From an optimization exercise on the open Yosys and OpenROAD flow, aimed at small area, a short achievable clock period and few clock cycles; shortcuts taken in it are not production practice. At most, simulation tests tie the RTL to the original design; equivalence was not proved. Power is estimated from default activity; no workload was simulated.

## run M
==> flow/design.v <==
module ledger_cvt_core (
    input  wire [127:0] word,
    input  wire [10:0]  s,         
    output wire [24:0]  win,       
    output wire         sticky,    
    output wire         neg,
    output wire [7:0]   t,         
    output wire [10:0]  ep,        
    output wire         is_nan,
    output wire         is_sat,
    output wire         is_zero
);
    assign neg = word[127];
    wire [15:0] a8, o8;
    genvar j;
    generate
        for (j = 0; j < 16; j = j + 1) begin : g8
            assign a8[j] = &word[8*j+7:8*j];
            assign o8[j] = |word[8*j+7:8*j];
        end
    endgenerate
    wire lo_zero = ~(|o8[14:1]) & ~|word[126:120] & ~|word[7:1];
    wire lo_ones = &a8[14:1] & &word[126:120] & &word[7:1];
    assign is_nan  = neg & lo_zero & ~word[0];
    assign is_sat  = word[0] & (neg ? lo_zero : lo_ones);
    assign is_zero = ~neg & lo_zero & ~word[0];
    wire signed [10:0] ss = s;
    wire [7:0] sc = (ss < 11'sd0) ? 8'd0 : (ss > 11'sd151) ? 8'd151 : s[7:0];
    assign ep = 11'd1 - s;
    wire [150:0] we = {word[126:0], 24'd0};
    rnorm_win u_sh (.v(we), .a8(a8), .o8(o8), .sgn(neg), .s(sc), .win(win), .lost(sticky), .t(t));
endmodule
module ledger_cvt_pack (
    input  wire [24:0]  win,
    input  wire         sticky,
    input  wire         neg,
    input  wire [7:0]   t,
    input  wire [10:0]  ep,
    input  wire         is_nan,
    input  wire         is_sat,
    input  wire         is_zero,
    input  wire [1:0]   fmt,
    input  wire [1:0]   mode,
    input  wire         flush,
    output reg  [31:0]  bits,
    output reg          range
);
    wire fp16 = (fmt == 2'd2);
    wire signed [11:0] bex  = $signed({4'd0, t}) + $signed({ep[10], ep});
    wire signed [11:0] bmax = fp16 ? 12'sd30 : 12'sd254;
    wire [7:0] be     = bex[7:0];
    wire       be_ovf = bex > bmax;
    wire       be_top = bex == bmax;
    reg st, wr;
    reg [23:0] low;    
    always @(*) begin
        case (fmt)
            2'd1:    begin st = sticky | (|win[15:0]); wr = win[16]; low = 24'h00FFFF; end
            2'd2:    begin st = sticky | (|win[12:0]); wr = win[13]; low = 24'h001FFF; end
            default: begin st = sticky;                wr = win[0];  low = 24'h000000; end
        endcase
    end
    wire [23:0] kx   = win[24:1] ^ {24{neg}};    
    wire        xr   = wr ^ neg;                 
    wire        c    = neg & ~st;                
    wire        rbit = xr ^ c;
    reg         lsb;
    always @(*) begin
        case (fmt)
            2'd1:    lsb = kx[16];
            2'd2:    lsb = kx[13];
            default: lsb = kx[0];
        endcase
    end
    reg up;
    always @(*) begin
        case (mode)
            2'd1:    up = 1'b0;
            2'd2:    up = ~neg & (rbit | st);
            2'd3:    up = neg & (rbit | st);
            default: up = rbit & (st | lsb);
        endcase
    end
    wire inc = (xr & c) | up;
    wire [24:0] n = {1'b0, kx | low} + {24'd0, inc};
    wire cy = n[24];
    wire h  = n[23] | cy;
    wire to_inf = (mode == 2'd0) || (mode == 2'd2 && !neg) || (mode == 2'd3 && neg);
    wire [22:0] mant = (cy || (!h && flush)) ? 23'd0 : n[22:0];
    wire [7:0]  ex   = h ? (be + {7'd0, cy}) : 8'd0;
    wire        ovf  = (be_ovf | (be_top & cy)) & ~is_zero & ~is_nan & ~is_sat;
    wire        is_inf = is_sat | (ovf & to_inf);
    wire        is_max = ovf & ~to_inf;
    wire        sign   = neg & ~is_nan;
    wire [7:0]  e8     = (is_nan | is_inf | is_max) ? {7'h7F, ~is_max} : ex;
    wire [22:0] m23    = is_nan ? 23'h400000 : is_inf ? 23'd0 : is_max ? 23'h7FFFFF : mant;
    always @(*) begin
        range = is_sat | ovf;
        case (fmt)
            2'd1:    bits = {16'd0, sign, e8, m23[22:16]};
            2'd2:    bits = {16'd0, sign, e8[4:0], m23[22:13]};
            default: bits = {sign, e8, m23};
        endcase
    end
endmodule
module rnorm_win (
    input  wire [150:0] v,
    input  wire [15:0]  a8,       
    input  wire [15:0]  o8,       
    input  wire         sgn,
    input  wire [7:0]   s,
    output wire [24:0]  win,
    output wire         lost,     
    output wire [7:0]   t
);
    wire [151:0] t7;
    wire [87:0]  t6;
    wire [55:0]  t5;
    wire [39:0]  t4;
    wire [31:0]  t3;
    wire [27:0]  t2;
    wire [25:0]  t1;
    wire [7:0]  a16, o16;
    wire [3:0]  a32, o32;
    wire [1:0]  a64, o64;
    genvar j;
    generate
        for (j = 0; j < 8; j = j + 1) begin : g16
            assign a16[j] = a8[2*j+1] & a8[2*j];
            assign o16[j] = o8[2*j+1] | o8[2*j];
        end
        for (j = 0; j < 4; j = j + 1) begin : g32
            assign a32[j] = a16[2*j+1] & a16[2*j];
            assign o32[j] = o16[2*j+1] | o16[2*j];
        end
        for (j = 0; j < 2; j = j + 1) begin : g64
            assign a64[j] = a32[2*j+1] & a32[2*j];
            assign o64[j] = o32[2*j+1] | o32[2*j];
        end
    endgenerate
    wire [15:0] n8  = sgn ? ~a8  : o8;
    wire [7:0]  n16 = sgn ? ~a16 : o16;
    wire [3:0]  n32 = sgn ? ~a32 : o32;
    wire [1:0]  n64 = sgn ? ~a64 : o64;
    wire n4 = sgn ? ~&t3[31:28] : |t3[31:28];
    wire n2 = sgn ? ~&t2[27:26] : |t2[27:26];
    wire n1 = t1[25] ^ sgn;
    wire k7 = s[7];
    wire k6 = (~k7 & n64[1]) | s[6];
    wire e5 = k6 == s[6];
    wire k5 = (~k7 & (k6 ? n32[3] : n32[1])) | (e5 & s[5]);
    wire e4 = e5 & (k5 == s[5]);
    wire k4 = (~k7 & n16[{k6, k5, 1'b1}]) | (e4 & s[4]);
    wire e3 = e4 & (k4 == s[4]);
    wire k3 = (~k7 & n8[{k6, k5, k4, 1'b1}]) | (e3 & s[3]);
    wire e2 = e3 & (k3 == s[3]);
    wire k2 = (~k7 & n4) | (e2 & s[2]);
    wire e1 = e2 & (k2 == s[2]);
    wire k1 = (~k7 & n2) | (e1 & s[1]);
    wire e0 = e1 & (k1 == s[1]);
    wire k0 = (~k7 & n1) | (e0 & s[0]);
    assign t = {k7, k6, k5, k4, k3, k2, k1, k0};
    assign t7  = {sgn, v[150:48], k7 ? {25{sgn}} : v[47:23], k7 ? v[150:128] : v[22:0]};
    assign t6  = k6 ? t7[151:64] : t7[87:0];
    assign t5  = k5 ? t6[87:32]  : t6[55:0];
    assign t4  = k4 ? t5[55:16]  : t5[39:0];
    assign t3  = k3 ? t4[39:8]   : t4[31:0];
    assign t2  = k2 ? t3[31:4]   : t3[27:0];
    assign t1  = k1 ? t2[27:2]   : t2[25:0];
    assign win = k0 ? t1[25:1]   : t1[24:0];
    assign lost = (k7 & (|o8[12:0])) | (k6 & (|t7[63:0])) | (k5 & (|t6[31:0])) |
                  (k4 & (|t5[15:0])) | (k3 & (|t4[7:0])) | (k2 & (|t3[3:0])) |
                  (k1 & (|t2[1:0])) | (k0 & t1[0]);
endmodule
module ledger_cvt (
    input  wire         clk,
    input  wire         rst,
    input  wire         in_valid,
    output wire         in_ready,
    input  wire [127:0] in_word,
    input  wire [9:0]   in_eref,
    input  wire [1:0]   in_fmt,      
    input  wire [1:0]   in_mode,     
    input  wire         in_flush,    
    output reg          out_valid,
    output reg  [31:0]  out_bits,
    output reg          out_range
);
    assign in_ready = 1'b1;
    reg         v0;
    reg [127:0] word0;
    reg [10:0]  s0;       
    reg [1:0]   fmt0, mode0;
    reg         flush0;
    always @(posedge clk) begin
        v0     <= rst ? 1'b0 : in_valid;
        word0  <= in_word;
        s0     <= ((in_fmt == 2'd2) ? 11'sd82 : -11'sd30) - {in_eref[9], in_eref};
        fmt0   <= in_fmt;
        mode0  <= in_mode;
        flush0 <= in_flush;
    end
    wire [24:0] win;
    wire        sticky, neg, is_nan, is_sat, is_zero;
    wire [7:0]  t;
    wire [10:0] ep;
    ledger_cvt_core core (
        .word(word0), .s(s0),
        .win(win), .sticky(sticky), .neg(neg), .t(t), .ep(ep),
        .is_nan(is_nan), .is_sat(is_sat), .is_zero(is_zero));
    reg         v1;
    reg [24:0]  win1;
    reg         sticky1, neg1, nan1, sat1, zero1;
    reg [7:0]   t1;
    reg [10:0]  ep1;
    reg [1:0]   fmt1, mode1;
    reg         flush1;
    always @(posedge clk) begin
        v1      <= rst ? 1'b0 : v0;
        win1    <= win;
        sticky1 <= sticky;
        neg1    <= neg;
        t1      <= t;
        ep1     <= ep;
        nan1    <= is_nan;
        sat1    <= is_sat;
        zero1   <= is_zero;
        fmt1    <= fmt0;
        mode1   <= mode0;
        flush1  <= flush0;
    end
    wire [31:0] bits;
    wire        range;
    ledger_cvt_pack pack (
        .win(win1), .sticky(sticky1), .neg(neg1), .t(t1), .ep(ep1),
        .is_nan(nan1), .is_sat(sat1), .is_zero(zero1), .fmt(fmt1), .mode(mode1), .flush(flush1),
        .bits(bits), .range(range));
    always @(posedge clk) begin
        out_valid <= rst ? 1'b0 : v1;
        out_bits  <= bits;
        out_range <= range;
    end
endmodule
Settings: LEC_CHECK=0, CAP_MARGIN=20, CORE_MARGIN=2, CORE_UTILIZATION=50, PLACE_DENSITY=0.7, SLEW_MARGIN=20; clock period 35.0 ns.
standard.sh (not shown) runs the stock make flow with config.mk's settings and CLKGATE_MAP_FILE= SYNTH_SCRIPT=/design/flow/synth_recipe.tcl, a recipe that flattens the netlist after the stock synthesis.
==> flow/flow/run.sh <==
#!/bin/bash
# The standard layout (standard.sh) with four changes:
#  - synthesis maps the logic with an area-oriented ABC script (flow/synth.tcl);
#  - ports are buffered with buf_1 instead of the default buffer cell;
#  - clock tree synthesis adds no dummy loads;
#  - timing repair aims at an 8.6 ns period (setup margin 26.4 ns on the 35 ns
#    clock).  The constraints themselves are unchanged.
set -euo pipefail
export MY_WORK_DIR=$(pwd)
export MY_FLOW_DIR=$(pwd)/flow
bash standard.sh "SYNTH_SCRIPT=$MY_FLOW_DIR/synth.tcl" \
  "BUFFER_PORTS_ARGS=-buffer_cell sky130_fd_sc_hd__buf_1" \
  "CTS_ARGS=-sink_clustering_enable -repair_clock_nets -dont_use_dummy_load" \
  "SETUP_SLACK_MARGIN=26.4" finish > flow_make.log 2>&1
==> flow/flow/area.abc <==
strash; dc2; dch -f; amap
==> flow/flow/synth.tcl <==
# synth_recipe.tcl (the standard synthesis) with one change: ABC maps the
# logic with flow/area.abc, an area-oriented script (amap; the layout flow
# buffers and sizes), instead of ORFS's script.  Registers are mapped before ABC
# runs, so their cells and names are the standard synthesis's.
proc abc {args} {
  set i [lsearch -exact $args -script]
  if {$i >= 0} { lset args [expr {$i + 1}] $::env(MY_FLOW_DIR)/area.abc }
  yosys abc {*}$args
}
source $::env(MY_WORK_DIR)/synth_recipe.tcl
[inputs] run B vs run M
-- flow/design.v --
<<< run M, line 121
    wire [27:0]  t2;
    wire [25:0]  t1;
    wire [7:0]  a16, o16;
    wire [3:0]  a32, o32;
>>> run B, line 121
    wire [27:0]  t2;
    wire [25:0]  t1;
    wire [7:0]   k;
    wire [7:0]   e;       
    wire [7:0]  a16, o16;
    wire [3:0]  a32, o32;
<<< run M, line 146
    wire n2 = sgn ? ~&t2[27:26] : |t2[27:26];
    wire n1 = t1[25] ^ sgn;
    wire k7 = s[7];
    wire k6 = (~k7 & n64[1]) | s[6];
    wire e5 = k6 == s[6];
    wire k5 = (~k7 & (k6 ? n32[3] : n32[1])) | (e5 & s[5]);
    wire e4 = e5 & (k5 == s[5]);
    wire k4 = (~k7 & n16[{k6, k5, 1'b1}]) | (e4 & s[4]);
    wire e3 = e4 & (k4 == s[4]);
    wire k3 = (~k7 & n8[{k6, k5, k4, 1'b1}]) | (e3 & s[3]);
    wire e2 = e3 & (k3 == s[3]);
    wire k2 = (~k7 & n4) | (e2 & s[2]);
    wire e1 = e2 & (k2 == s[2]);
    wire k1 = (~k7 & n2) | (e1 & s[1]);
    wire e0 = e1 & (k1 == s[1]);
    wire k0 = (~k7 & n1) | (e0 & s[0]);
    assign t = {k7, k6, k5, k4, k3, k2, k1, k0};
    assign t7  = {sgn, v[150:48], k7 ? {25{sgn}} : v[47:23], k7 ? v[150:128] : v[22:0]};
    assign t6  = k6 ? t7[151:64] : t7[87:0];
    assign t5  = k5 ? t6[87:32]  : t6[55:0];
    assign t4  = k4 ? t5[55:16]  : t5[39:0];
    assign t3  = k3 ? t4[39:8]   : t4[31:0];
    assign t2  = k2 ? t3[31:4]   : t3[27:0];
    assign t1  = k1 ? t2[27:2]   : t2[25:0];
    assign win = k0 ? t1[25:1]   : t1[24:0];
    assign lost = (k7 & (|o8[12:0])) | (k6 & (|t7[63:0])) | (k5 & (|t6[31:0])) |
                  (k4 & (|t5[15:0])) | (k3 & (|t4[7:0])) | (k2 & (|t3[3:0])) |
                  (k1 & (|t2[1:0])) | (k0 & t1[0]);
endmodule
module ledger_cvt (
>>> run B, line 148
    wire n2 = sgn ? ~&t2[27:26] : |t2[27:26];
    wire n1 = t1[25] ^ sgn;
    assign k[7] = s[7];
    assign e[7] = 1'b1;
    assign e[6] = 1'b1;
    assign k[6] = (~k[7] & n64[1]) | (e[6] & s[6]);
    assign e[5] = e[6] & (k[6] == s[6]);
    assign k[5] = (~k[7] & n32[{k[6], 1'b1}]) | (e[5] & s[5]);
    assign e[4] = e[5] & (k[5] == s[5]);
    assign k[4] = (~k[7] & n16[{k[6], k[5], 1'b1}]) | (e[4] & s[4]);
    assign e[3] = e[4] & (k[4] == s[4]);
    assign k[3] = (~k[7] & n8[{k[6], k[5], k[4], 1'b1}]) | (e[3] & s[3]);
    assign e[2] = e[3] & (k[3] == s[3]);
    assign k[2] = (~k[7] & n4) | (e[2] & s[2]);
    assign e[1] = e[2] & (k[2] == s[2]);
    assign k[1] = (~k[7] & n2) | (e[1] & s[1]);
    assign e[0] = e[1] & (k[1] == s[1]);
    assign k[0] = (~k[7] & n1) | (e[0] & s[0]);
    assign t = k;
    assign t7  = {sgn, v[150:48], k[7] ? {25{sgn}} : v[47:23], k[7] ? v[150:128] : v[22:0]};
    assign t6  = k[6] ? t7[151:64] : t7[87:0];
    assign t5  = k[5] ? t6[87:32]  : t6[55:0];
    assign t4  = k[4] ? t5[55:16]  : t5[39:0];
    assign t3  = k[3] ? t4[39:8]   : t4[31:0];
    assign t2  = k[2] ? t3[31:4]   : t3[27:0];
    assign t1  = k[1] ? t2[27:2]   : t2[25:0];
    assign win = k[0] ? t1[25:1]   : t1[24:0];
    assign lost = (k[7] & (|o8[12:0])) | (k[6] & (|t7[63:0])) | (k[5] & (|t6[31:0])) |
                  (k[4] & (|t5[15:0])) | (k[3] & (|t4[7:0])) | (k[2] & (|t3[3:0])) |
                  (k[1] & (|t2[1:0])) | (k[0] & t1[0]);
endmodule
module ledger_cvt (
Results
- Changes observed in run B relative to run M: count of buffering cells on the critical path with inverters included now sits at about the same level; worst clock skew decreased 52 ps; areal power density over the cells decreased by 3.9% relative to the old numbers.
- Largest driver fanout on the critical path came out exactly the same in run M and run B.
- Critical path data arrival time on run B is up relative to run M.
Testbench counts of run B, summed over its fixed seeds: cycles 16,024.
No functional check of the RTL was part of run M.

========
## old
RTL: the design.v shown in full above, as it stands there.
==> flow/config.mk <==
export PLATFORM = sky130hd
export DESIGN_NAME = ledger_cvt
export DESIGN_NICKNAME = ledger_cvt
export VERILOG_FILES = /design/flow/design.v
export SDC_FILE = /design/flow/constraint.sdc
export NUM_CORES = 4
export LEC_CHECK = 0
export CAP_MARGIN = 20
export CORE_MARGIN = 2
export CORE_UTILIZATION = 50
export PLACE_DENSITY = 0.7
export SLEW_MARGIN = 20
==> flow/constraint.sdc <==
create_clock -name core_clock -period 35.0 [get_ports {clk}]
set_input_delay 7.0000 -clock core_clock [delete_from_list [all_inputs] [get_ports {clk}]]
set_output_delay 7.0000 -clock core_clock [all_outputs]
set_load 0.01 [all_outputs]
==> flow/flow/run.sh <==
#!/bin/bash
# The standard layout (standard.sh) with four changes:
#  - synthesis maps the logic with an area-oriented ABC script (flow/synth.tcl);
#  - ports are buffered with buf_1 instead of the default buffer cell;
#  - clock tree synthesis adds no dummy loads;
#  - timing repair aims at an 8.45 ns period (setup margin 26.55 ns on the 35 ns
#    clock).  The constraints themselves are unchanged.
set -euo pipefail
export MY_WORK_DIR=$(pwd)
export MY_FLOW_DIR=$(pwd)/flow
bash standard.sh "SYNTH_SCRIPT=$MY_FLOW_DIR/synth.tcl" \
  "BUFFER_PORTS_ARGS=-buffer_cell sky130_fd_sc_hd__buf_1" \
  "CTS_ARGS=-sink_clustering_enable -repair_clock_nets -dont_use_dummy_load" \
  "SETUP_SLACK_MARGIN=26.55" finish > flow_make.log 2>&1
Scripts as last shown in full above: flow/flow/area.abc, flow/flow/synth.tcl
Here is what was changed in the inputs of new compared with old.
-- flow/design.v --
<<< old, line 121
    wire [27:0]  t2;
    wire [25:0]  t1;
    wire [7:0]  a16, o16;
    wire [3:0]  a32, o32;
>>> new, line 121
    wire [27:0]  t2;
    wire [25:0]  t1;
    wire [7:0]   k;
    wire [7:0]   e;       
    wire [7:0]  a16, o16;
    wire [3:0]  a32, o32;
<<< old, line 146
    wire n2 = sgn ? ~&t2[27:26] : |t2[27:26];
    wire n1 = t1[25] ^ sgn;
    wire k7 = s[7];
    wire k6 = (~k7 & n64[1]) | s[6];
    wire e5 = k6 == s[6];
    wire k5 = (~k7 & (k6 ? n32[3] : n32[1])) | (e5 & s[5]);
    wire e4 = e5 & (k5 == s[5]);
    wire k4 = (~k7 & n16[{k6, k5, 1'b1}]) | (e4 & s[4]);
    wire e3 = e4 & (k4 == s[4]);
    wire k3 = (~k7 & n8[{k6, k5, k4, 1'b1}]) | (e3 & s[3]);
    wire e2 = e3 & (k3 == s[3]);
    wire k2 = (~k7 & n4) | (e2 & s[2]);
    wire e1 = e2 & (k2 == s[2]);
    wire k1 = (~k7 & n2) | (e1 & s[1]);
    wire e0 = e1 & (k1 == s[1]);
    wire k0 = (~k7 & n1) | (e0 & s[0]);
    assign t = {k7, k6, k5, k4, k3, k2, k1, k0};
    assign t7  = {sgn, v[150:48], k7 ? {25{sgn}} : v[47:23], k7 ? v[150:128] : v[22:0]};
    assign t6  = k6 ? t7[151:64] : t7[87:0];
    assign t5  = k5 ? t6[87:32]  : t6[55:0];
    assign t4  = k4 ? t5[55:16]  : t5[39:0];
    assign t3  = k3 ? t4[39:8]   : t4[31:0];
    assign t2  = k2 ? t3[31:4]   : t3[27:0];
    assign t1  = k1 ? t2[27:2]   : t2[25:0];
    assign win = k0 ? t1[25:1]   : t1[24:0];
    assign lost = (k7 & (|o8[12:0])) | (k6 & (|t7[63:0])) | (k5 & (|t6[31:0])) |
                  (k4 & (|t5[15:0])) | (k3 & (|t4[7:0])) | (k2 & (|t3[3:0])) |
                  (k1 & (|t2[1:0])) | (k0 & t1[0]);
endmodule
module ledger_cvt (
>>> new, line 148
    wire n2 = sgn ? ~&t2[27:26] : |t2[27:26];
    wire n1 = t1[25] ^ sgn;
    assign k[7] = s[7];
    assign e[7] = 1'b1;
    assign e[6] = 1'b1;
    assign k[6] = (~k[7] & n64[1]) | (e[6] & s[6]);
    assign e[5] = e[6] & (k[6] == s[6]);
    assign k[5] = (~k[7] & n32[{k[6], 1'b1}]) | (e[5] & s[5]);
    assign e[4] = e[5] & (k[5] == s[5]);
    assign k[4] = (~k[7] & n16[{k[6], k[5], 1'b1}]) | (e[4] & s[4]);
    assign e[3] = e[4] & (k[4] == s[4]);
    assign k[3] = (~k[7] & n8[{k[6], k[5], k[4], 1'b1}]) | (e[3] & s[3]);
    assign e[2] = e[3] & (k[3] == s[3]);
    assign k[2] = (~k[7] & n4) | (e[2] & s[2]);
    assign e[1] = e[2] & (k[2] == s[2]);
    assign k[1] = (~k[7] & n2) | (e[1] & s[1]);
    assign e[0] = e[1] & (k[1] == s[1]);
    assign k[0] = (~k[7] & n1) | (e[0] & s[0]);
    assign t = k;
    assign t7  = {sgn, v[150:48], k[7] ? {25{sgn}} : v[47:23], k[7] ? v[150:128] : v[22:0]};
    assign t6  = k[6] ? t7[151:64] : t7[87:0];
    assign t5  = k[5] ? t6[87:32]  : t6[55:0];
    assign t4  = k[4] ? t5[55:16]  : t5[39:0];
    assign t3  = k[3] ? t4[39:8]   : t4[31:0];
    assign t2  = k[2] ? t3[31:4]   : t3[27:0];
    assign t1  = k[1] ? t2[27:2]   : t2[25:0];
    assign win = k[0] ? t1[25:1]   : t1[24:0];
    assign lost = (k[7] & (|o8[12:0])) | (k[6] & (|t7[63:0])) | (k[5] & (|t6[31:0])) |
                  (k[4] & (|t5[15:0])) | (k[3] & (|t4[7:0])) | (k[2] & (|t3[3:0])) |
                  (k[1] & (|t2[1:0])) | (k[0] & t1[0]);
endmodule
module ledger_cvt (
[summary]
In summary, new completed successfully, with a layout that passed the timing, DRC and antenna checks. Total number of cells along the worst setup path ended up 1 higher on new than on old. Total power after layout (higher): old. In new the synthesized netlist net count turned out 31 lower than in old. NOTE detail-routed via count per cell old->new decreased slightly. old has a higher all-layer global routing usage than new. Compared with old, new improves cell-internal power. Area growth from synthesis to layout (new over old): decrease, 2.4 points.
Testbench counts of new, summed over its fixed seeds: cycles 16,024.
Function not checked in old: the RTL went through the layout flow alone.

-- static timing again, ports no longer ideal --
How much do the figures lean on ideal ports? The routed layouts below were timed once more, with nothing changed but the port constraints. Step 1: set_driving_cell puts a clkbuf_16 on clk and a buf_2 on each other input, an assumption about the parent block. Step 2 also shifts input and output timing later by t, the mid clock arrival at the registers, as if the neighbouring blocks saw the same clock. a / b / c = ideal / step 1 / step 2; a / b = the first two.
run | t (ns) | setup slack, ns | worst setup path after step 2
run M | 0.564 | 26.701 / 26.721 / 26.157 | input to register
run B | 0.557 | 26.635 / 26.661 / 26.103 | input to register
old | 0.555 | 26.820 / 26.828 / 26.273 | input to register
new | 0.558 | 26.736 / 26.759 / 26.201 | input to register
After both steps setup and hold are still met in every run listed. The setup slack of old, which loses most, moves by +0.008 ns with the drivers and by -0.547 ns with both steps.
